Source: an optimization exercise on an open RTL-to-GDS flow (aim: small area). Production flows keep margins and buffers that such runs may drop.
The RTL was checked by simulation tests, not by an equivalence proof against the original design.
No activity file was given, so power comes from the tool's default toggle rates.

===== flow/flow/run.sh =====
#!/bin/bash
# The standard layout with two changes:
#  - every port is buffered by a buf_1 instead of the default clkdlybuf4s50_1;
#  - clock tree synthesis builds from clkbuf_4/clkbuf_8 and adds no dummy loads; sinks are clustered 20 to a buffer within 50 um.
# make's output goes to layout.log here; ORFS keeps each step's log under orfs/logs.
set -euo pipefail
bash standard.sh \
  "BUFFER_PORTS_ARGS=-buffer_cell sky130_fd_sc_hd__buf_1" \
  "CTS_ARGS=-sink_clustering_enable -repair_clock_nets -dont_use_dummy_load -sink_clustering_size 20 -sink_clustering_max_diameter 50 -buf_list {sky130_fd_sc_hd__clkbuf_4 sky130_fd_sc_hd__clkbuf_8}" \
  finish > layout.log 2>&1

===== flow/standard.sh =====
#!/bin/bash
# synth_recipe.tcl (not shown) runs the flow's synth.tcl, then flattens the netlist and writes it again
# the make line also repeats each setting of config.mk as NAME=value (left out here)
make -C /OpenROAD-flow-scripts/flow DESIGN_CONFIG=/design/flow/config.mk WORK_HOME=/design/flow/orfs CLKGATE_MAP_FILE= SYNTH_SCRIPT=/design/flow/synth_recipe.tcl "${@:-finish}"

===== flow/config.mk =====
export PLATFORM = sky130hd
export DESIGN_NAME = lpe_vstage
export DESIGN_NICKNAME = lpe_vstage
export VERILOG_FILES = /design/flow/design.v
export SDC_FILE = /design/flow/constraint.sdc
export NUM_CORES = 4
export LEC_CHECK = 0
export CAP_MARGIN = 20
export CORE_MARGIN = 2
export CORE_UTILIZATION = 65
export PLACE_DENSITY = 0.78
export SLEW_MARGIN = 20

===== flow/constraint.sdc =====
create_clock -name core_clock -period 15.0 [get_ports {clk}]
set_input_delay 3.0000 -clock core_clock [delete_from_list [all_inputs] [get_ports {clk}]]
set_output_delay 3.0000 -clock core_clock [all_outputs]
set_load 0.01 [all_outputs]

===== flow/design.v =====
module lpe_vstage (
    input  wire        clk,
    input  wire        rst,
    input  wire        clear,
    input  wire        start,
    input  wire [15:0] e,
    input  wire [15:0] kp_k,
    input  wire [3:0]  kp_s,
    input  wire [15:0] ki_k,
    input  wire [3:0]  ki_s,
    input  wire [15:0] ilim_lo,
    input  wire [15:0] ilim_hi,
    input  wire [15:0] ulim_lo,
    input  wire [15:0] ulim_hi,
    input  wire        cond,
    input  wire        bq1_en,
    input  wire [15:0] bq1_b0, bq1_b1, bq1_b2, bq1_a1, bq1_a2,
    input  wire        bq2_en,
    input  wire [15:0] bq2_b0, bq2_b1, bq2_b2, bq2_a1, bq2_a2,
    input  wire [15:0] vulim_lo,
    input  wire [15:0] vulim_hi,
    output reg         done,
    output reg  [15:0] iq0,         
    output reg         clamp_i
);
    localparam OP_KI = 4'd0, OP_KP = 4'd1,
               OP_A2A = 4'd2, OP_A1A = 4'd3, OP_B2A = 4'd4, OP_B1A = 4'd5, OP_B0A = 4'd6,
               OP_A2B = 4'd7, OP_A1B = 4'd8, OP_B2B = 4'd9, OP_B1B = 4'd10, OP_B0B = 4'd11,
               OP_NONE = 4'd15;
    function automatic [35:0] add36(input [35:0] a, input [35:0] b, input c);
        integer i;
        reg cy;
        begin
            cy = c;
            for (i = 0; i < 36; i = i + 1) begin
                add36[i] = a[i] ^ b[i] ^ cy;
                cy = (a[i] & b[i]) | (cy & (a[i] ^ b[i]));
            end
        end
    endfunction
    function automatic lt23(input [22:0] a, input [22:0] b);
        integer i;
        reg cy;
        reg [22:0] x, y;
        begin
            x = a ^ 23'h400000;
            y = b ^ 23'h400000;
            cy = 1'b1;
            for (i = 0; i < 23; i = i + 1)
                cy = (x[i] & ~y[i]) | ((x[i] | ~y[i]) & cy);
            lt23 = ~cy;
        end
    endfunction
    reg [2:0] ph;                    
    reg [15:0] x1a, x2a, x1b, x2b;   
    reg [31:0] y1a, y2a, y1b, y2b;   
    reg [30:0] integ;
    reg [1:0]  lp;                   
    reg        zI, zB1, zB2;         
    reg        busy;
    reg [3:0]  op;
    reg [2:0]  dc;
    reg        run_m;
    reg [2:0]  ec;                   
    reg        fin;
    reg [3:0]  fop;
    reg        clev, piend, bqend, bqj, fev;
    reg        wact, wsel;
    reg [2:0]  wcnt;
    reg [19:0] P;
    reg [23:0] L;
    reg        pb;                   
    reg        rb, zl;               
    reg [35:0] A;                    
    wire is_pi = (op == OP_KI) || (op == OP_KP);
    wire is_a  = (op == OP_A2A) || (op == OP_A1A) || (op == OP_A2B) || (op == OP_A1B);
    wire is_b  = (op == OP_B2A) || (op == OP_B1A) || (op == OP_B0A) ||
                 (op == OP_B2B) || (op == OP_B1B) || (op == OP_B0B);
    wire go    = busy && !run_m && (is_pi || (is_a && ph == 3'd0) || (is_b && ph[1:0] == 2'd0));
    wire act   = run_m || go;
    wire [2:0] dcc  = run_m ? dc : 3'd0;
    wire [2:0] lastd = is_pi ? 3'd5 : is_a ? 3'd7 : 3'd3;
    wire last  = act && (dcc == lastd);
    reg [3:0] nxt;
    always @(*) begin
        case (op)
            OP_KP:   nxt = bq1_en ? OP_A2A : bq2_en ? OP_A2B : OP_NONE;
            OP_B0A:  nxt = bq2_en ? OP_A2B : OP_NONE;
            OP_B0B:  nxt = OP_NONE;
            default: nxt = op + 4'd1;
        endcase
    end
    wire [3:0] m1 = {4{~zB1}};
    wire [3:0] m2 = {4{~zB2}};
    wire [3:0] x1a_o = x1a[3:0] & m1, x2a_o = x2a[3:0] & m1;
    wire [3:0] y1a_o = y1a[3:0] & m1, y2a_o = y2a[3:0] & m1;
    wire [3:0] x1b_o = x1b[3:0] & m2, x2b_o = x2b[3:0] & m2;
    wire [3:0] y1b_o = y1b[3:0] & m2, y2b_o = y2b[3:0] & m2;
    wire [3:0] ydig = iq0[4*ph[1:0] +: 4];
    wire       ev   = ~ec[2];
    wire [3:0] edig = iq0[4*ec[1:0] +: 4];
    reg [3:0]  D;
    reg        sgn;
    always @(*) begin
        D = 4'd0; sgn = 1'b0;
        case (op)
            OP_KI:  begin D = ev ? edig : 4'd0; sgn = ev && ec == 3'd3; end
            OP_KP:  begin D = ev ? edig : 4'd0; sgn = ev && ec == 3'd3; end
            OP_A2A: begin D = y2a_o; sgn = dcc == 3'd7; end
            OP_A1A: begin D = y1a_o; sgn = dcc == 3'd7; end
            OP_B2A: begin D = x2a_o; sgn = dcc == 3'd3; end
            OP_B1A: begin D = x1a_o; sgn = dcc == 3'd3; end
            OP_B0A: begin D = ydig;  sgn = dcc == 3'd3; end
            OP_A2B: begin D = y2b_o; sgn = dcc == 3'd7; end
            OP_A1B: begin D = y1b_o; sgn = dcc == 3'd7; end
            OP_B2B: begin D = x2b_o; sgn = dcc == 3'd3; end
            OP_B1B: begin D = x1b_o; sgn = dcc == 3'd3; end
            OP_B0B: begin D = ydig;  sgn = dcc == 3'd3; end
            default: ;
        endcase
    end
    wire        pisel = (op == OP_KI) | (op == OP_KP);
    wire [15:0] kpi   = (op == OP_KI) ? ki_k : kp_k;
    wire [1:0]  rpi   = (op == OP_KI) ? ki_s[1:0] : kp_s[1:0];
    wire [18:0] Kpi   = $signed({{3{kpi[15]}}, kpi}) <<< rpi;
    wire [18:0] K     = ({19{pisel}}          & Kpi) |
                        ({19{op == OP_A2A}}  & {bq1_a2, 3'd0}) |
                        ({19{op == OP_A1A}}  & {bq1_a1, 3'd0}) |
                        ({19{op == OP_B2A}}  & {bq1_b2[15], bq1_b2, 2'd0}) |
                        ({19{op == OP_B1A}}  & {bq1_b1[15], bq1_b1, 2'd0}) |
                        ({19{op == OP_B0A}}  & {bq1_b0[15], bq1_b0, 2'd0}) |
                        ({19{op == OP_A2B}}  & {bq2_a2, 3'd0}) |
                        ({19{op == OP_A1B}}  & {bq2_a1, 3'd0}) |
                        ({19{op == OP_B2B}}  & {bq2_b2[15], bq2_b2, 2'd0}) |
                        ({19{op == OP_B1B}}  & {bq2_b1[15], bq2_b1, 2'd0}) |
                        ({19{op == OP_B0B}}  & {bq2_b0[15], bq2_b0, 2'd0});
    wire        yp  = run_m & pb;                  
    wire        n0  = (D[1] & ~(D[0] & yp)) ^ is_a;    
    wire        o0  = D[0] ^ yp;
    wire        t0  = (D[1] & ~D[0] & ~yp) | (~D[1] & D[0] & yp);
    wire        n1  = (D[3] & ~(D[2] & D[1])) ^ is_a;
    wire        o1  = D[2] ^ D[1];
    wire        t1  = (D[3] & ~D[2] & ~D[1]) | (~D[3] & D[2] & D[1]);
    wire [19:0] K2  = {K, 1'b0};
    wire [19:0] Ks  = {K[18], K};
    wire [19:0] R0  = ((Ks & {20{o0}}) | (K2 & {20{t0}})) ^ {20{n0}};
    wire [19:0] R1  = ((Ks & {20{o1}}) | (K2 & {20{t1}})) ^ {20{n1}};
    wire [23:0] X   = run_m ? {{4{P[19]}}, P} : 24'd0;
    wire [23:0] Y   = {{4{R0[19]}}, R0};
    wire [23:0] Z   = {{2{R1[19]}}, R1, n1, n1};
    wire [23:0] cs  = X ^ Y ^ Z;
    wire [23:0] cc  = {((X[22:0] & Y[22:0]) | (X[22:0] & Z[22:0]) | (Y[22:0] & Z[22:0])), n0};
    reg  [23:0] S;
    always @(*) begin : cpa
        integer i;
        reg cy;
        cy = n1;
        for (i = 0; i < 24; i = i + 1) begin
            S[i] = cs[i] ^ cc[i] ^ cy;
            cy = (cs[i] & cc[i]) | (cy & (cs[i] ^ cc[i]));
        end
    end
    wire fpi   = (fop == OP_KI) || (fop == OP_KP);
    wire fa    = (fop == OP_A2A) || (fop == OP_A1A) || (fop == OP_A2B) || (fop == OP_A1B);
    wire ffst  = (fop == OP_A2A) || (fop == OP_A2B);
    wire [35:0] ext_bq = {P, L[23:8]};
    wire        psat   = (P[15:10] != {6{P[15]}});
    wire [35:0] ext_pi = psat ? {P[15], 1'b1, 34'd0} : {P[11:0], L};
    wire        rc     = rb & ~(P[19] & zl);        
    wire [35:0] Im     = zI ? 36'd0 : {{5{integ[30]}}, integ};
    wire [35:0] op1    = (fin & fpi) ? Im : (fin & ffst) ? 36'd0 : A;
    wire [35:0] op2    = ~fin ? 36'd0 : fpi ? ext_pi : ext_bq;
    wire [35:0] Asum   = add36(op1, op2, fin & fa & rc);
    wire        Anz = |A[14:0];
    wire signed [15:0] es = iq0;
    wire hold = cond && ((lp == 2'b01 && es > 16'sd0) || (lp == 2'b11 && es < 16'sd0));
    wire        inc = A[14] & ~(A[35] & ~|A[13:0]);
    reg  [21:0] raw;
    always @(*) begin : rinc
        integer i;
        reg cy;
        reg [21:0] h;
        h = {A[35], A[35:15]};
        cy = inc;
        for (i = 0; i < 22; i = i + 1) begin
            raw[i] = h[i] ^ cy;
            cy = h[i] & cy;
        end
    end
    wire [15:0] clo    = clev ? ilim_lo : piend ? ulim_lo : fev ? vulim_lo : 16'h8000;
    wire [15:0] chi    = clev ? ilim_hi : piend ? ulim_hi : fev ? vulim_hi : 16'h7FFF;
    wire [21:0] cx     = clev ? {A[35], A[35:15]} : fev ? {{6{iq0[15]}}, iq0} : raw;
    wire        cxl    = clev & Anz;
    wire        u_hi   = lt23({{6{chi[15]}}, chi, 1'b0}, {cx, cxl});
    wire        u_lo   = lt23({cx, cxl}, {{6{clo[15]}}, clo, 1'b0});
    wire [15:0] u      = u_hi ? chi : u_lo ? clo : cx[15:0];
    wire        c_lo = A[35] & ~&A[34:30];
    wire        c_hi = ~A[35] & (|A[34:30] | (&A[29:15] & Anz));
    wire [31:0] cA = c_lo ? 32'hC0000000 : c_hi ? 32'h3FFF8000 : A[31:0];
    wire [3:0]  cdig = cA[4*ph +: 4];
    wire        wr   = bqend | wact;
    wire        wj   = bqend ? bqj : wsel;
    wire lastend = (piend & ~bq1_en & ~bq2_en) | (bqend & (bqj | ~bq2_en));
    always @(posedge clk) begin
        x2a <= {(act && op == OP_B2A) ? x1a_o : x2a[3:0], x2a[15:4]};
        x1a <= {(act && op == OP_B0A) ? ydig  : x1a[3:0], x1a[15:4]};
        y2a <= {(act && op == OP_A2A) ? y1a_o : y2a[3:0], y2a[31:4]};
        y1a <= {(wr && !wj)           ? cdig  : y1a[3:0], y1a[31:4]};
        x2b <= {(act && op == OP_B2B) ? x1b_o : x2b[3:0], x2b[15:4]};
        x1b <= {(act && op == OP_B0B) ? ydig  : x1b[3:0], x1b[15:4]};
        y2b <= {(act && op == OP_A2B) ? y1b_o : y2b[3:0], y2b[31:4]};
        y1b <= {(wr && wj)            ? cdig  : y1b[3:0], y1b[31:4]};
    end
    always @(posedge clk) begin
        P <= S[23:4];
        pb <= D[3] & ~sgn;
        L <= {S[3:0], L[23:4]};
        case (dcc)
            3'd0:    zl <= (S[3:0] == 4'd0);
            3'd1,
            3'd2:    zl <= zl & (S[3:0] == 4'd0);
            3'd3:    begin zl <= zl & (S[2:0] == 3'd0); rb <= S[3]; end
            default: ;
        endcase
        A <= Asum;
    end
    always @(posedge clk) begin
        if (rst) begin
            ph <= 3'd0;
            busy <= 1'b0; op <= OP_NONE; dc <= 3'd0; run_m <= 1'b0;
            fin <= 1'b0; fop <= 4'd0;
            clev <= 1'b0; piend <= 1'b0; bqend <= 1'b0; bqj <= 1'b0; fev <= 1'b0;
            wact <= 1'b0; wsel <= 1'b0; wcnt <= 3'd0;
            done <= 1'b0;
            zI <= 1'b1; zB1 <= 1'b1; zB2 <= 1'b1;
            lp <= 2'b00;
        end else begin
            ph   <= ph + 3'd1;
            done <= 1'b0;
            fin <= act && last;
            fop <= op;
            if (act && is_pi) ec <= last ? -{1'b0, kp_s[3:2]} : ec + 3'd1;
            if (act) begin
                if (last) begin
                    run_m <= 1'b0;
                    op    <= nxt;
                end else begin
                    run_m <= 1'b1;
                    dc    <= dcc + 3'd1;
                end
            end
            clev  <= fin && fop == OP_KI;
            piend <= fin && fop == OP_KP;
            bqend <= fin && (fop == OP_B0A || fop == OP_B0B);
            bqj   <= fop == OP_B0B;
            fev   <= lastend;
            if (bqend) begin
                wact <= 1'b1; wsel <= bqj; wcnt <= 3'd6;
            end else if (wact) begin
                if (wcnt == 3'd0) wact <= 1'b0;
                wcnt <= wcnt - 3'd1;
            end
            if (!busy) begin
                if (clear) begin
                    zI <= 1'b1; zB1 <= 1'b1; zB2 <= 1'b1;
                    lp <= 2'b00;
                end else if (start) begin
                    iq0   <= e;
                    ec    <= -{1'b0, ki_s[3:2]};
                    busy  <= 1'b1;
                    op    <= OP_KI;
                    run_m <= 1'b0;
                    zB1   <= zB1 | ~bq1_en;
                    zB2   <= zB2 | ~bq2_en;
                end
            end
            if (clev) begin
                clamp_i <= ~hold & (u_lo | u_hi);
                if (!hold) begin
                    integ <= u_lo ? {clo, 15'd0} : u_hi ? {chi, 15'd0} : A[30:0];
                    zI    <= 1'b0;
                end
            end
            if (piend) begin
                iq0 <= u;
                lp <= u_hi ? 2'b01 : u_lo ? 2'b11 : 2'b00;
            end
            if (bqend) begin
                iq0 <= u;
                if (u_hi)      lp <= 2'b01;
                else if (u_lo) lp <= 2'b11;
                if (bqj) zB2 <= 1'b0; else zB1 <= 1'b0;
            end
            if (fev) begin
                iq0 <= u;
                if (u_hi)      lp <= 2'b01;
                else if (u_lo) lp <= 2'b11;
                done <= 1'b1;
                busy <= 1'b0;
            end
        end
    end
endmodule

==> run notes <==
-- logic make-up after synthesis --
logic type,after synthesis
compound gates,543
xor+xnor,51
fa+ha+maj,123
buf+inv,167
flops,359
mux,107
simple gates,533
-- report_power, final --
part / switching (W) / internal, W
Sequential: 0.0000753 / 0.00105
Combinational: 0.000227 / 0.000143
Clock: 0.000290 / 0.000177
Total: 0.000592 / 0.00137
-- worst max-delay path, delay by kind of cell, from the launching register on --
kind	cells	cell delay [ns]
AO/OA/AOI/OAI	1	0.26
buffers and inverters	1	0.09
XOR/XNOR	3	0.44
AND/OR/NAND/NOR	2	0.22
flip-flops	1	0.35
adder cells (fa/ha/maj)	35	13.20
-- routing by layer --
layer,wire [um],up-vias,share of wire (%)
li1,-,7496,-
met1,22600,7986,36
met2,30800,1097,49
met3,6160,214,9.7
met4,3680,0,5.8
met5,0,-,0
-- flip-flops by register name, indices dropped and copies added (netlist names), 20 cells and up --
signal and cells:
A 36, y1a 32, y1b 32, y2a 32
y2b 32, integ 31, L 24, P 20
-- cells in the final DEF, fill, tap and decap left out, drive strengths merged, types with 30 or more instances in the layout --
master  count
a21boi     33
a21oi      68
a22o       30
a22oi     120
and2       38
buf       390
clkbuf     30
dfxtp     306
edfxtp     53
fa         79
ha         41
inv        45
mux2i      74
nand2     174
nand3      54
nor2       72
nor2b      45
o21ai      86
-- worst paths after layout --
path,cells past startpoint,to,slack (ns)
setup / recovery,42,A[35]$_DFF_P_,0.38
hold reg to reg,0,y1a[27]$_DFF_P_,0.26
setup reg to reg,42,A[35]$_DFF_P_,0.38
hold / removal,0,y1a[27]$_DFF_P_,0.26
-- per-stage QoR --
step	utilization [%]	total power [W]	setup TNS [ns]	hold WS [ns]
after detailed placement	71.8	0.00150	-1.12	0.312
after CTS	73.3	0.00195	0	0.259
after floorplan	-	0.00134	-0.00241	0.310
after global routing	73.5	0.00204	-0.0103	0.254
after global placement	71.8	0.00149	-0.145	0.309
final	73.5	0.00197	0	0.259
-- area by class of cell --
| type | count | area, sq um |
|---|---|---|
| timing repair buffer | 390 | 1670 |
| tap | 384 | 480 |
| inverter | 46 | 174 |
| sequential | 359 | 7720 |
| antenna | 1 | 2.50 |
| fill | 2051 | 7580 |
| multi-input combinational | 1357 | 10600 |
| clock buffer | 30 | 413 |
-- repair_timing --
| action | in CTS | in global routing |
|---|---|---|
| setup endpoints to repair | 3 | 5 |
| gates cloned | 0 | 1 |
| pin swaps | 0 | 5 |
| resized for setup | 10 | 11 |
| buffers inserted | 0 | 1 |
==> run notes <==
- The placement-stage worst setup slack is -0.401 ns.
- By area the synthesized netlist is led by sky130_fd_sc_hd__dfxtp_1, sky130_fd_sc_hd__edfxtp_1, sky130_fd_sc_hd__fa_1.
- The synthesized area per cell is 10.0 sq um.
- The number of instances in the synthesized netlist is 1,883.
- The number of clock buffers added by TritonCTS is 30.
- The tightest min-delay check is of the reg -> reg type.
- The count of final max-slew check failures came to 0.
- The worst-case IR drop observed on VDD is 84.2 uV.
- The violation count after the first detailed-route iteration is 1,747.
- Global routing used 48.1% of the available met1 tracks.
- Global routing used 71.2% of the available met2 tracks.
- The leakage power is 7.79 nW.
- The global-route layer with the greatest usage is met2.
- The worst path needs 14.62 ns of the cycle, external delays included.
- The via count of the first global-routing pass is 16,600.
- For this run, the number of Yosys warnings is 1.
- The fraction of the yosys area taken by sequential cells is 40.9%.
- The mux contribution to synthesized area is 6.70%.
- In the synthesized netlist the dominant register cell turns out to be sky130_fd_sc_hd__dfxtp_1.
- The routed layout has 16,800 vias.
- The buffer type at the clock tree root is sky130_fd_sc_hd__clkbuf_8.
- The clock input transition at the sequential cells of the worst setup and hold paths is 0.10 ns.
- The die area is 30,400 sq um.
- The number of placed instances, taps included, is 2,534.
- The number of buffers added to fix hold violations after cts is 0.
- The post-synthesis share of cell area spent on full adders, half adders and majority gates is 11.3%.
- The most numerous cell type found on the critical path is sky130_fd_sc_hd__fa_2.
- The clock passes through at most 3 buffers.
- The share of synthesized registers carrying an async set or reset is 0%.
- The clock latency on the worst-skew pair is 0.66 ns.
- Yosys mapped a number of flops with a built-in enable equal to 53.
- The number of sinks on the clock net is 359.
- Measured along the x axis, the die boundary spans 174 um.
- The number of detailed-routing iterations run before antenna repair is 6.
- The total power per unit cell area is 93.5 nW/um^2.
- The area of the core is 28,600 sq um.
- Summing the areas of all compound-gate instances in the mapped netlist gives 20.5% of the synthesized area.
- The run finished with no timing, DRC or antenna violations.
- The most area-hungry cell type in the Yosys netlist is sky130_fd_sc_hd__dfxtp_1.
- Along the worst path, the maximum fanout reaches 4.
- The number of levels the H-tree was split into is 1.
- The kind of launch point of the worst setup path is a flip-flop.
- The height of the die is 174 um.
- The total non-filler cell area in the finished layout is 21,000 sq um.
- Setup violations remaining at the end of the flow were counted as 0.
- The number of nets with antenna violations after detailed routing is 0.
- Summed over all nets, the half-perimeter wirelength after detailed placement is 48,500 um.
- The combinational family with the most area after synthesis is compound AO/OA/AOI/OAI gates.
- In this run the count of I/O pins placed on the die edge is 337.
- The fraction of synthesized cell area in xor and xnor cells is 2.37%.
- The tool flagged a number of max-cap violations equal to 0.
- The startpoint of the lowest-slack hold path is y1a[31]$_DFF_P_.
- For this run the aggregate overflow at the end of global routing stands at 0.
- The number of antenna violations at the first check in global routing was 2.
- The worst reg2reg path startpoint is fop[1]$_SDFF_PP0_.
- The area growth from synthesis to layout is 11.6%.
- Once the floorplan was initialized, standard cells occupied 65.9% of the core.
- Synthesis instantiated 85 different standard cells from the library.
- The highest attainable clock frequency is 0.0684 GHz.
- For the pin with the worst max-slew slack, the measured transition is 1.00 ns.
- In this run the cell area measured after placement is 20,500 sq um.
- Routability-driven placement finished with a final weighted congestion of 1.01.
- TritonCTS built the clock tree.
- In this run the worst setup path begins at fop[1]$_SDFF_PP0_.
- At the worst endpoint, the required time is 15.49 ns.
- Setup slack on the critical path of the routed design comes to 0.380 ns.
- Port buffering added 336 buffers.
- Measured against its own limit, the worst slew margin works out to 33.1%.
- The floorplan row count is 62.
- Of the post-synthesis cell area, the dominant cell type holds 32.5%.
- The commonest cells after synthesis are sky130_fd_sc_hd__dfxtp_1, sky130_fd_sc_hd__nand2_1, sky130_fd_sc_hd__a22oi_1.
- For this run, the post-layout net count is 2,623.
- In the finished design, the share of the clock period the worst path needs comes to 97.5%.
- For the worst setup path, the data arrival time is 15.11 ns.
- The maximum number of pins on one net before global-route repair is 83.
- The largest clock skew in the final design is 0.148 ns.
- The most repeated cell in the gate-level netlist after synthesis is sky130_fd_sc_hd__dfxtp_1.
- The synthesized netlist occupies a cell area of 18,900 sq um.
- The count of final hold-check violations is 0.
- The peak per-stage delay on the critical path is 0.43 ns.
- The post-synthesis share of cell area spent on and, or, nand and nor gates is 14.5%.
- Global routing consumed, on the met3 layer, 8.22% of the routing resources.
- The wire length of the first global-routing pass is 95,100 um.
- Once layout is complete, the cells apart from fillers number 2,567.
- Across every metal layer, demand over resource in global routing totals 40.7%.
- The worst setup path is captured at a flip-flop.
- The DRC violation count after routing is 0.
- The critical setup path kind is reg -> reg.
- The average wire per cell in the routed design is 24.6 um.
- In this run, synthesis produced a sequential element count of 359.
- The post-synth net total is 2,322.
- The fraction of layout instances using a drive strength above 1 is 8.52%.
- For this block, the routed nets add up to 63,200 um of wire.
- The mean number of vias per cell is 6.54.
- The slowest stage of the critical path is the sky130_fd_sc_hd__fa_1 cell.

## afterwards: timing with drivers on the ports
Ports are ideal in the flow. The routed layout listed here was re-timed in OpenROAD.
Step 1, drivers: a clkbuf_16 drives clk and a buf_2 each remaining input, both assumed.
Step 2 also shifts input and output timing later by t, the mid clock arrival at the registers, as if the neighbouring blocks saw the same clock.
Slacks: ideal ports / drivers / drivers and shift; pairs: ideal ports / drivers.
shift t [ns]: 0.635
setup WS [ns]: 0.380 / 0.380 / -0.052
slew at the worst register clock pin (ns): 0.12 / 0.12
worst slew at a driven data input, ns: 0.13
With both steps, setup timing fails in this run, where it was met with ideal ports. The setup slack of this run moves by 0.000 ns with the drivers and by -0.432 ns with both steps.
